Background: an optimization exercise with open tools, aiming at small area. Do not read the settings as production practice.
Function was checked by simulation only, so behaviour that the tests miss may differ from the original.
Power and IR drop assume default switching activity.

$ cat run.sh
#!/bin/bash
# synth_recipe.tcl (not shown) runs the flow's synth.tcl, then flattens the netlist and writes it again
# the make line also repeats each setting of config.mk as NAME=value (left out here)
make -C /OpenROAD-flow-scripts/flow DESIGN_CONFIG=/design/flow/config.mk WORK_HOME=/design/flow/orfs CLKGATE_MAP_FILE= SYNTH_SCRIPT=/design/flow/synth_recipe.tcl finish
$ cat config.mk
export PLATFORM = sky130hd
export DESIGN_NAME = mon_decim
export DESIGN_NICKNAME = mon_decim
export VERILOG_FILES = /design/flow/design.v
export SDC_FILE = /design/flow/constraint.sdc
export NUM_CORES = 4
export LEC_CHECK = 0
export CAP_MARGIN = 20
export CORE_MARGIN = 2
export CORE_UTILIZATION = 40
export SLEW_MARGIN = 20
$ cat design.v
module mon_decim (
    input  wire        clk,
    input  wire        rst,         
    input  wire        en,
    input  wire [1:0]  order,       
    input  wire [12:0] decim,       
    input  wire [4:0]  shift_cic,   
    input  wire [4:0]  dc_k,        
    input  wire        dc_en,
    input  wire        freeze,
    input  wire        hi_en,
    input  wire        lo_en,
    input  wire [3:0]  trip_cnt,    
    input  wire [23:0] thr_hi,
    input  wire [23:0] thr_lo,
    input  wire        clr_hi,
    input  wire        clr_lo,
    input  wire        in_valid,
    input  wire [23:0] in_data,     
    output reg         out_valid,
    output wire [23:0] out_value,
    output wire        out_clip,
    output reg         trip_hi,
    output reg         trip_lo
);
    wire kill = rst | ~en;
    wire take = ~kill & in_valid;
    reg [2:0] ph;
    wire ph0 = (ph == 3'd0);
    wire ph1 = (ph == 3'd1);
    wire ph6 = (ph >= 3'd6);
    always @(posedge clk) ph <= (kill | ph6) ? 3'd0 : ph + 3'd1;
    reg [2:0] zcnt;
    always @(posedge clk)
        if (kill)             zcnt <= 3'd6;
        else if (zcnt != 3'd0) zcnt <= zcnt - 3'd1;
    wire zf = kill | (zcnt != 3'd0);
    reg [11:0] gcnt;                
    wire [11:0] ginc_l;
    wire        ginc_c;
    rca #(12) ug (gcnt, 12'd0, 1'b1, ginc_l, ginc_c);
    wire [12:0] ginc   = {ginc_c, ginc_l};
    wire        glast  = (ginc == decim);
    wire        gfirst = (gcnt == 12'd0);
    always @(posedge clk)
        if (kill)      gcnt <= 12'd0;
        else if (take) gcnt <= glast ? 12'd0 : ginc[11:0];
    reg [23:0] x_hold;
    reg        xsgn;
    always @(posedge clk) begin
        if (take) x_hold <= in_data;
        if (ph1)  xsgn   <= x_hold[23];
    end
    reg pend, pend_first, pend_last;
    reg ip, ip_first, ip_last;
    wire start = ph6 & (pend | take);
    always @(posedge clk) begin
        if (take) begin
            pend_first <= gfirst;
            pend_last  <= glast;
        end
        if (start) begin
            ip_first <= take ? gfirst : pend_first;
            ip_last  <= take ? glast  : pend_last;
        end
        if (kill) begin
            pend <= 1'b0;
            ip   <= 1'b0;
        end else begin
            pend <= start ? 1'b0 : (pend | take);
            ip   <= start | (ip & ~ph6);
        end
    end
    wire ipk = ip & ~kill;
    wire cp  = ipk & ip_last;           
    wire ci  = ipk & ~ph0;              
    reg [83:0] I1, I2, I3, I4, A;
    reg c1, c2, c3, c4, cA;
    wire n5 = (order == 2'd2);
    wire n4 = (order != 2'd0);
    wire [11:0] xd = ~ipk ? 12'd0 :
                     ph0  ? x_hold[11:0] :
                     ph1  ? x_hold[23:12] : {12{xsgn}};
    wire [11:0] r1 = I1[11:0] & {12{~zf & n5}};
    wire [11:0] r2 = I2[11:0] & {12{~zf & n4}};
    wire [11:0] r3 = I3[11:0] & {12{~zf}};
    wire [11:0] r4 = I4[11:0] & {12{~zf}};
    wire [11:0] rA = A[11:0]  & {12{~(ipk & ip_first)}};
    wire [11:0] s1, s2, s3, s4, sA;
    wire o1, o2, o3, o4, oA;
    rca #(12) u1 (r1, xd, c1 & ci, s1, o1);
    rca #(12) u2 (r2, s1 & {12{ipk}}, c2 & ci, s2, o2);
    rca #(12) u3 (r3, s2 & {12{ipk}}, c3 & ci, s3, o3);
    rca #(12) u4 (r4, s3 & {12{ipk}}, c4 & ci, s4, o4);
    rca #(12) uA (rA, s4 & {12{ipk}}, cA & ci, sA, oA);
    always @(posedge clk) begin
        I1 <= {s1, I1[83:12]};
        I2 <= {s2, I2[83:12]};
        I3 <= {s3, I3[83:12]};
        I4 <= {s4, I4[83:12]};
        A  <= {sA, A[83:12]};
        c1 <= o1; c2 <= o2; c3 <= o3; c4 <= o4; cA <= oA;
    end
    reg [83:0] Ca, Cb, Cc, Cd;
    reg ca, cb, cc, cd;
    wire [11:0] ra = Ca[11:0] & {12{~zf & n5}};
    wire [11:0] rb = Cb[11:0] & {12{~zf & n4}};
    wire [11:0] rc = Cc[11:0] & {12{~zf}};
    wire [11:0] rd = Cd[11:0] & {12{~zf}};
    wire [11:0] na = ~ra, nb = ~rb, nc = ~rc, nd = ~rd;
    wire [11:0] ta, tb, tc, td;
    wire oa, ob, oc, od;
    rca #(12) ua (sA, na, ph0 | ca, ta, oa);
    rca #(12) ub (ta, nb, ph0 | cb, tb, ob);
    rca #(12) uc (tb, nc, ph0 | cc, tc, oc);
    rca #(12) ud (tc, nd, ph0 | cd, td, od);
    always @(posedge clk) begin
        Ca <= {cp ? sA : ra, Ca[83:12]};
        Cb <= {cp ? ta : rb, Cb[83:12]};
        Cc <= {cp ? tb : rc, Cc[83:12]};
        Cd <= {cp ? tc : rd, Cd[83:12]};
        ca <= oa; cb <= ob; cc <= oc; cd <= od;
    end
    wire [4:0] s    = shift_cic;
    wire [4:0] sm1  = s - 5'd1;
    wire [1:0] rdig = sm1 / 12;
    wire [3:0] rbit = sm1 % 12;
    wire [11:0] rnd = ((s != 5'd0) && (ph == {1'b0, rdig})) ? (12'd1 << rbit) : 12'd0;
    reg  rcar;
    wire [11:0] sd;
    wire        ro;
    rca #(12) ur (td, rnd, rcar & ~ph0, sd, ro);
    always @(posedge clk) rcar <= ro;
    wire [1:0] wdig = s / 12;
    wire [3:0] wbit = s % 12;
    reg  [11:0] pdig;
    always @(posedge clk) pdig <= sd;
    wire [23:0] fun = {sd, pdig} >> wbit;
    reg  [23:0] W;
    always @(posedge clk) begin
        if (cp && ph == {1'b0, wdig} + 3'd1) W[11:0]  <= fun[11:0];
        if (cp && ph == {1'b0, wdig} + 3'd2) W[23:12] <= fun[11:0];
    end
    wire [5:0] q    = {1'b0, s} + 6'd23;
    wire [2:0] mdig = q / 12;
    wire [3:0] mbit = q % 12;
    wire [11:0] mask = (ph > mdig) ? 12'hFFF :
                       (ph == mdig) ? (12'hFFF << mbit) : 12'd0;
    reg any0, any1, b84;
    always @(posedge clk) if (cp) begin
        any1 <= (any1 & ~ph0) | (|(sd & mask));
        any0 <= (any0 & ~ph0) | (|(~sd & mask));
        if (ph6) b84 <= td[11] ^ ro;
    end
    reg pe;        
    always @(posedge clk) pe <= cp & ph6;
    wire        xs_clip = b84 ? any0 : any1;
    wire [23:0] xs      = xs_clip ? {b84, {23{~b84}}} : W;
    reg  [43:0] mean;
    wire [24:0] xs25 = {xs[23], xs};
    wire [24:0] nmh  = ~{mean[43], mean[43:20]};
    wire [24:0] y_diff;
    rca #(25) uy (xs25, nmh, 1'b1, y_diff, );
    wire [19:0] dlo;
    wire        lz;                        
    rca #(20) ul (~mean[19:0], 20'd0, 1'b1, dlo, lz);
    wire [24:0] dhi;
    rca #(25) uh (xs25, nmh, lz, dhi, );
    wire [40:0] d4     = {dhi, dlo[19:4]};
    wire [4:0]  kk     = dc_k - 5'd4;
    wire [40:0] m_step = $signed(d4) >>> kk;
    wire [43:0] m_next;
    rca #(44) um (mean, {{3{m_step[40]}}, m_step}, 1'b0, m_next, );
    wire dc_pos_ovf = (y_diff[24:23] == 2'b01);
    wire dc_neg_ovf = (y_diff[24:23] == 2'b10);
    wire [23:0] y_dc = dc_pos_ovf ? 24'h7FFFFF :
                       dc_neg_ovf ? 24'h800000 : y_diff[23:0];
    wire [23:0] y      = dc_en ? y_dc : xs;
    wire        y_clip = xs_clip | (dc_en & (dc_pos_ovf | dc_neg_ovf));
    always @(posedge clk) begin
        if (kill || !dc_en)
            mean <= 44'd0;
        else if (out_valid && !freeze)
            mean <= m_next;
    end
    assign out_value = y;
    assign out_clip  = y_clip;
    wire [24:0] dhi_t, dlo_t;
    rca #(25) uth ({thr_hi[23], thr_hi}, ~{y[23], y}, 1'b1, dhi_t, );
    rca #(25) utl ({y[23], y}, ~{thr_lo[23], thr_lo}, 1'b1, dlo_t, );
    wire above = hi_en & dhi_t[24];
    wire below = lo_en & dlo_t[24];
    reg  [3:0] run_hi, run_lo;
    wire [3:0] run_hi_next = above ? ((run_hi == 4'd15) ? 4'd15 : run_hi + 4'd1) : 4'd0;
    wire [3:0] run_lo_next = below ? ((run_lo == 4'd15) ? 4'd15 : run_lo + 4'd1) : 4'd0;
    always @(posedge clk) begin
        if (rst) begin
            run_hi  <= 4'd0;
            run_lo  <= 4'd0;
            trip_hi <= 1'b0;
            trip_lo <= 1'b0;
        end else begin
            if (clr_hi) begin
                trip_hi <= 1'b0;
                run_hi  <= 4'd0;
            end
            if (clr_lo) begin
                trip_lo <= 1'b0;
                run_lo  <= 4'd0;
            end
            if (!en) begin
                run_hi <= 4'd0;
                run_lo <= 4'd0;
            end else if (pe) begin
                run_hi <= run_hi_next;
                run_lo <= run_lo_next;
                if (run_hi_next >= trip_cnt && above) trip_hi <= 1'b1;
                if (run_lo_next >= trip_cnt && below) trip_lo <= 1'b1;
            end
        end
    end
    always @(posedge clk)
        out_valid <= ~kill & pe;
endmodule
module rca #(parameter W = 12) (
    input  wire [W-1:0] a,
    input  wire [W-1:0] b,
    input  wire         ci,
    output wire [W-1:0] s,
    output wire         co
);
    wire [W:0] c;
    assign c[0] = ci;
    genvar i;
    generate for (i = 0; i < W; i = i + 1) begin : g
        assign s[i]   = a[i] ^ b[i] ^ c[i];
        assign c[i+1] = (a[i] & b[i]) | (c[i] & (a[i] ^ b[i]));
    end endgenerate
    assign co = c[W];
endmodule
$ cat constraint.sdc
create_clock -name core_clock -period 12.5 [get_ports {clk}]
set_input_delay 2.5000 -clock core_clock [delete_from_list [all_inputs] [get_ports {clk}]]
set_output_delay 2.5000 -clock core_clock [all_outputs]
set_load 0.01 [all_outputs]
==> impl_results.md <==
* Placed insts at 4,315
* Core Area at just over 80,000 sq um
* Initial antenna violation count at 1
* Clock Sink Count at 910
* EDFF count, synth at 54
* First-pass GRT wire length at 123,000 microns
* Drt pass-1 iters at 5
* Tightest Pin Transition at 1090 ps
* Synthesis warning total at 1
* Power per Cell Area at 138 nW/um^2
* Critical path's slowest cell: fa_2
* WP data required at 12,980 ps
* Top cells by count, synth: dfxtp_1, nand2_1, inv_1, fa_1, nor2_1
* Leak at 17.9 nW
* Die area at 85,200 sq um
* Footprint of the multi-input gates at ~14,000 sq um
* CTS max path bufs at 3
* Setup WS post-layout at -12,860 ps
* Final Util at 0.530
* Largest net degree at the start of global routing at 87
* # diodes at 0
* Syn Nets at 3,293
* Max_cap viols at 0
* Crit-path max FO at 2
* CTS tree: built
* F_max at 39.4 MHz
* Most common cell in the netlist: dfxtp_1
* Residual DRC at 0
* Layout cell share with drive strength beyond 1 at 0.306
* Clock latency on the worst-skew pair at 650 ps
* #FFs+latches synth at 910
* Port Buf Inserts at 138
* Status: finished with violations
* Final Cell Area at 43,500 sq um
* Setup TNS at -277,940 ps
* Row Count at 105
* Worst Hold Class: register to register
* Placed cell area at 38,900 sq um
* Hold WS at 284 ps
* Top cells by area, synth: dfxtp_1, fa_1, edfxtp_1
* Max-slew headroom at 0.272
* Top FF cell, synth: dfxtp_1
* Final net count at ~3,900
* Seq. cell area at 18,800 sq um
* Crit path launch type: register
* Pre-CTS setup slack at -12,980 ps
* Post-Route Skew at ~53 ps
* Period minus WS final at 25,360 ps
* Asr flop ratio synth at 0
* Final count of hold timing violations at 0
* Number of hold buffers added after cts at 0
* Worst setup EP type: register
* Routability cong. at 0.885
* Setup Crit Path Kind: register to register
* Final HPWL DP at 56,500 microns
* Syn Area/Cell at between 10 and 15 sq um
* Fill cell count at 6,944
* CTS root buf: clkbuf_16
* Total power at 6.00 mW
* Initial Utilization at 0.404
* Die width at 292 microns
* Distinct cells, synth at roughly 70
* Routed WL per cell at 16.8 microns
* Fin cells at 4,573
* Share of the synthesized area in the top cell type at 0.517
* Critical Path Max Stage Delay at about 550 ps
* Global-route usage over all layers at 0.182
* Routed vias/inst at 4.70
* Violated checks: setup timing
* Register area share after synthesis at 0.566
* Worst path arrival time at approximately 26,000 ps
* 1st-iter DRT viols at 1,030
* CTS H-tree depth at 3
* Ports at 139
* Worst vdd ir at ~0.13 mV
* Drt total wl at 77,000 microns
* Post-synthesis cell area at 33,200 sq um
* Vias in the first global route at between 20,000 and 25,000
* RSZ-0062 raised after global routing: true
* Setup violators final at 77
* DIE HEIGHT at ~290 microns
* Area growth from synthesis to layout at 31.2%
* Clk slew on worst S/H paths at 60 ps
* CP most frequent cell: fa_2
* Gate Count Post-Synth at 2,863
* Vias post-DR at 21,500
* Clock buffer count from CTS at 87
* Post-route ant nets at 0
* Dominant cell type by area after synthesis: dfxtp_1
* Total congestion overflow at 0
* Fin. max-slew vios at 0
* Fin crit share at 2.03
==> placed cells by master, fill, tap and decap left out, drive strengths merged, types with 74 or more instances in the layout <==
master,Yosys,final
o21ai,124,124
clkdlybuf4s50,0,106
mux2i,74,74
a21oi,93,93
nor2,196,196
inv,239,247
nand2,318,318
fa,209,209
buf,30,492
dfxtp,856,856
ha,110,110
clkbuf,86,118
==> layer usage <==
metal | share of wire | GRT usage
met3 | 0.035 | 0.0231
met2 | 0.48 | 0.310
met4 | 0.023 | 0.0547
met1 | 0.46 | 0.243
met5 | 0 | 0
==> logic make-up (layout without fill, tap and decap cells) <==
logic type / after synthesis / in the layout / synth area share
flops: 910 / 910 / 0.566
simple gates: 694 / 694 / 0.0916
compound gates: 443 / 443 / 0.0851
mux: 107 / 107 / 0.0397
xor+xnor: 31 / 31 / 0.00898
fa+ha+maj: 319 / 319 / 0.168
buf+inv: 359 / 999 / 0.0410
==> critical path: cells and delay by family, from the launching register on <==
family | cells | cell delay (ps)
DFF | 1 | 340
AOI/OAI and AO/OA | 2 | 220
adders and majority gates | 75 | 23450
muxes | 2 | 300
and+or+nand+nor | 6 | 460
xor gates and xnor gates | 2 | 350
==> area by class of cell <==
| type | instances | share of cell area |
|---|---|---|
| clock buffers | 118 | 0.0569 |
| inverters | 243 | 0.0211 |
| repair buffers | 599 | 0.116 |
| clock inverters | 39 | 0.0108 |
| flip-flops and latches | 910 | 0.431 |
| well taps | 1070 | 0.0308 |
| multi-input cells | 1594 | 0.332 |
==> power breakdown <==
part | leakage [nW] | switching (mW) | internal [mW] | total [mW]
Combinational | 9.12 | 0.224 | 0.204 | 0.428
Sequential | 7.39 | 0.00285 | 2.94 | 2.94
Clock | 1.43 | 1.12 | 1.51 | 2.64
==> what timing repair did <==
item	4_1_cts	5_1_grt
cloned	3	0
setup buffers	88	10
resized for setup	362	43
endpoints found under the setup margin	91	86
pin swaps	81	28
==> final timing paths <==
check	startpoint	to	slack, ps	depth (start not counted)
max	mean[2]$_SDFFE_PP0P_	mean[43]$_SDFFE_PP0P_	-12860	87
min	I2[48]$_DFF_P_	I2[36]$_DFF_P_	280	0
max reg2reg	mean[2]$_SDFFE_PP0P_	mean[43]$_SDFFE_PP0P_	-12860	87
min reg2reg	I2[48]$_DFF_P_	I2[36]$_DFF_P_	280	0
==> flip-flops by register name (all words and copies together), names as in the netlist, 3 cells and up, named ones only <==
register  count
A            84
Ca           84
Cb           84
Cc           84
Cd           84
I1           84
I2           84
I3           84
I4           84
mean         44
W            24
x_hold       24
gcnt         12
pdig         12
run_hi        4
run_lo        4
ph            3
zcnt          3

## re-timing with driven ports
The results above use ideal ports. As a check the final layout listed here was re-extracted and re-timed, cells and wires unchanged. Step 1 assumes that a clkbuf_16 drives the clock port and a buf_2 every other input. Step 2 moves the port delays by t, midway between the first and last clock arrival at a register: inputs arrive t later, outputs are due t later. That takes back most of the time a late clock gives input paths. Slacks: ideal / step 1 / step 2; pairs: ideal / step 1.
t, ns: 0.688
setup slack, ns: -12.860 / -12.860 / -12.860
hold WS [ns]: 0.284 / 0.284 / 0.284
worst setup path after step 2: register to register
The setup slack of this run moves by 0.000 ns with the drivers and by 0.000 ns with both steps.
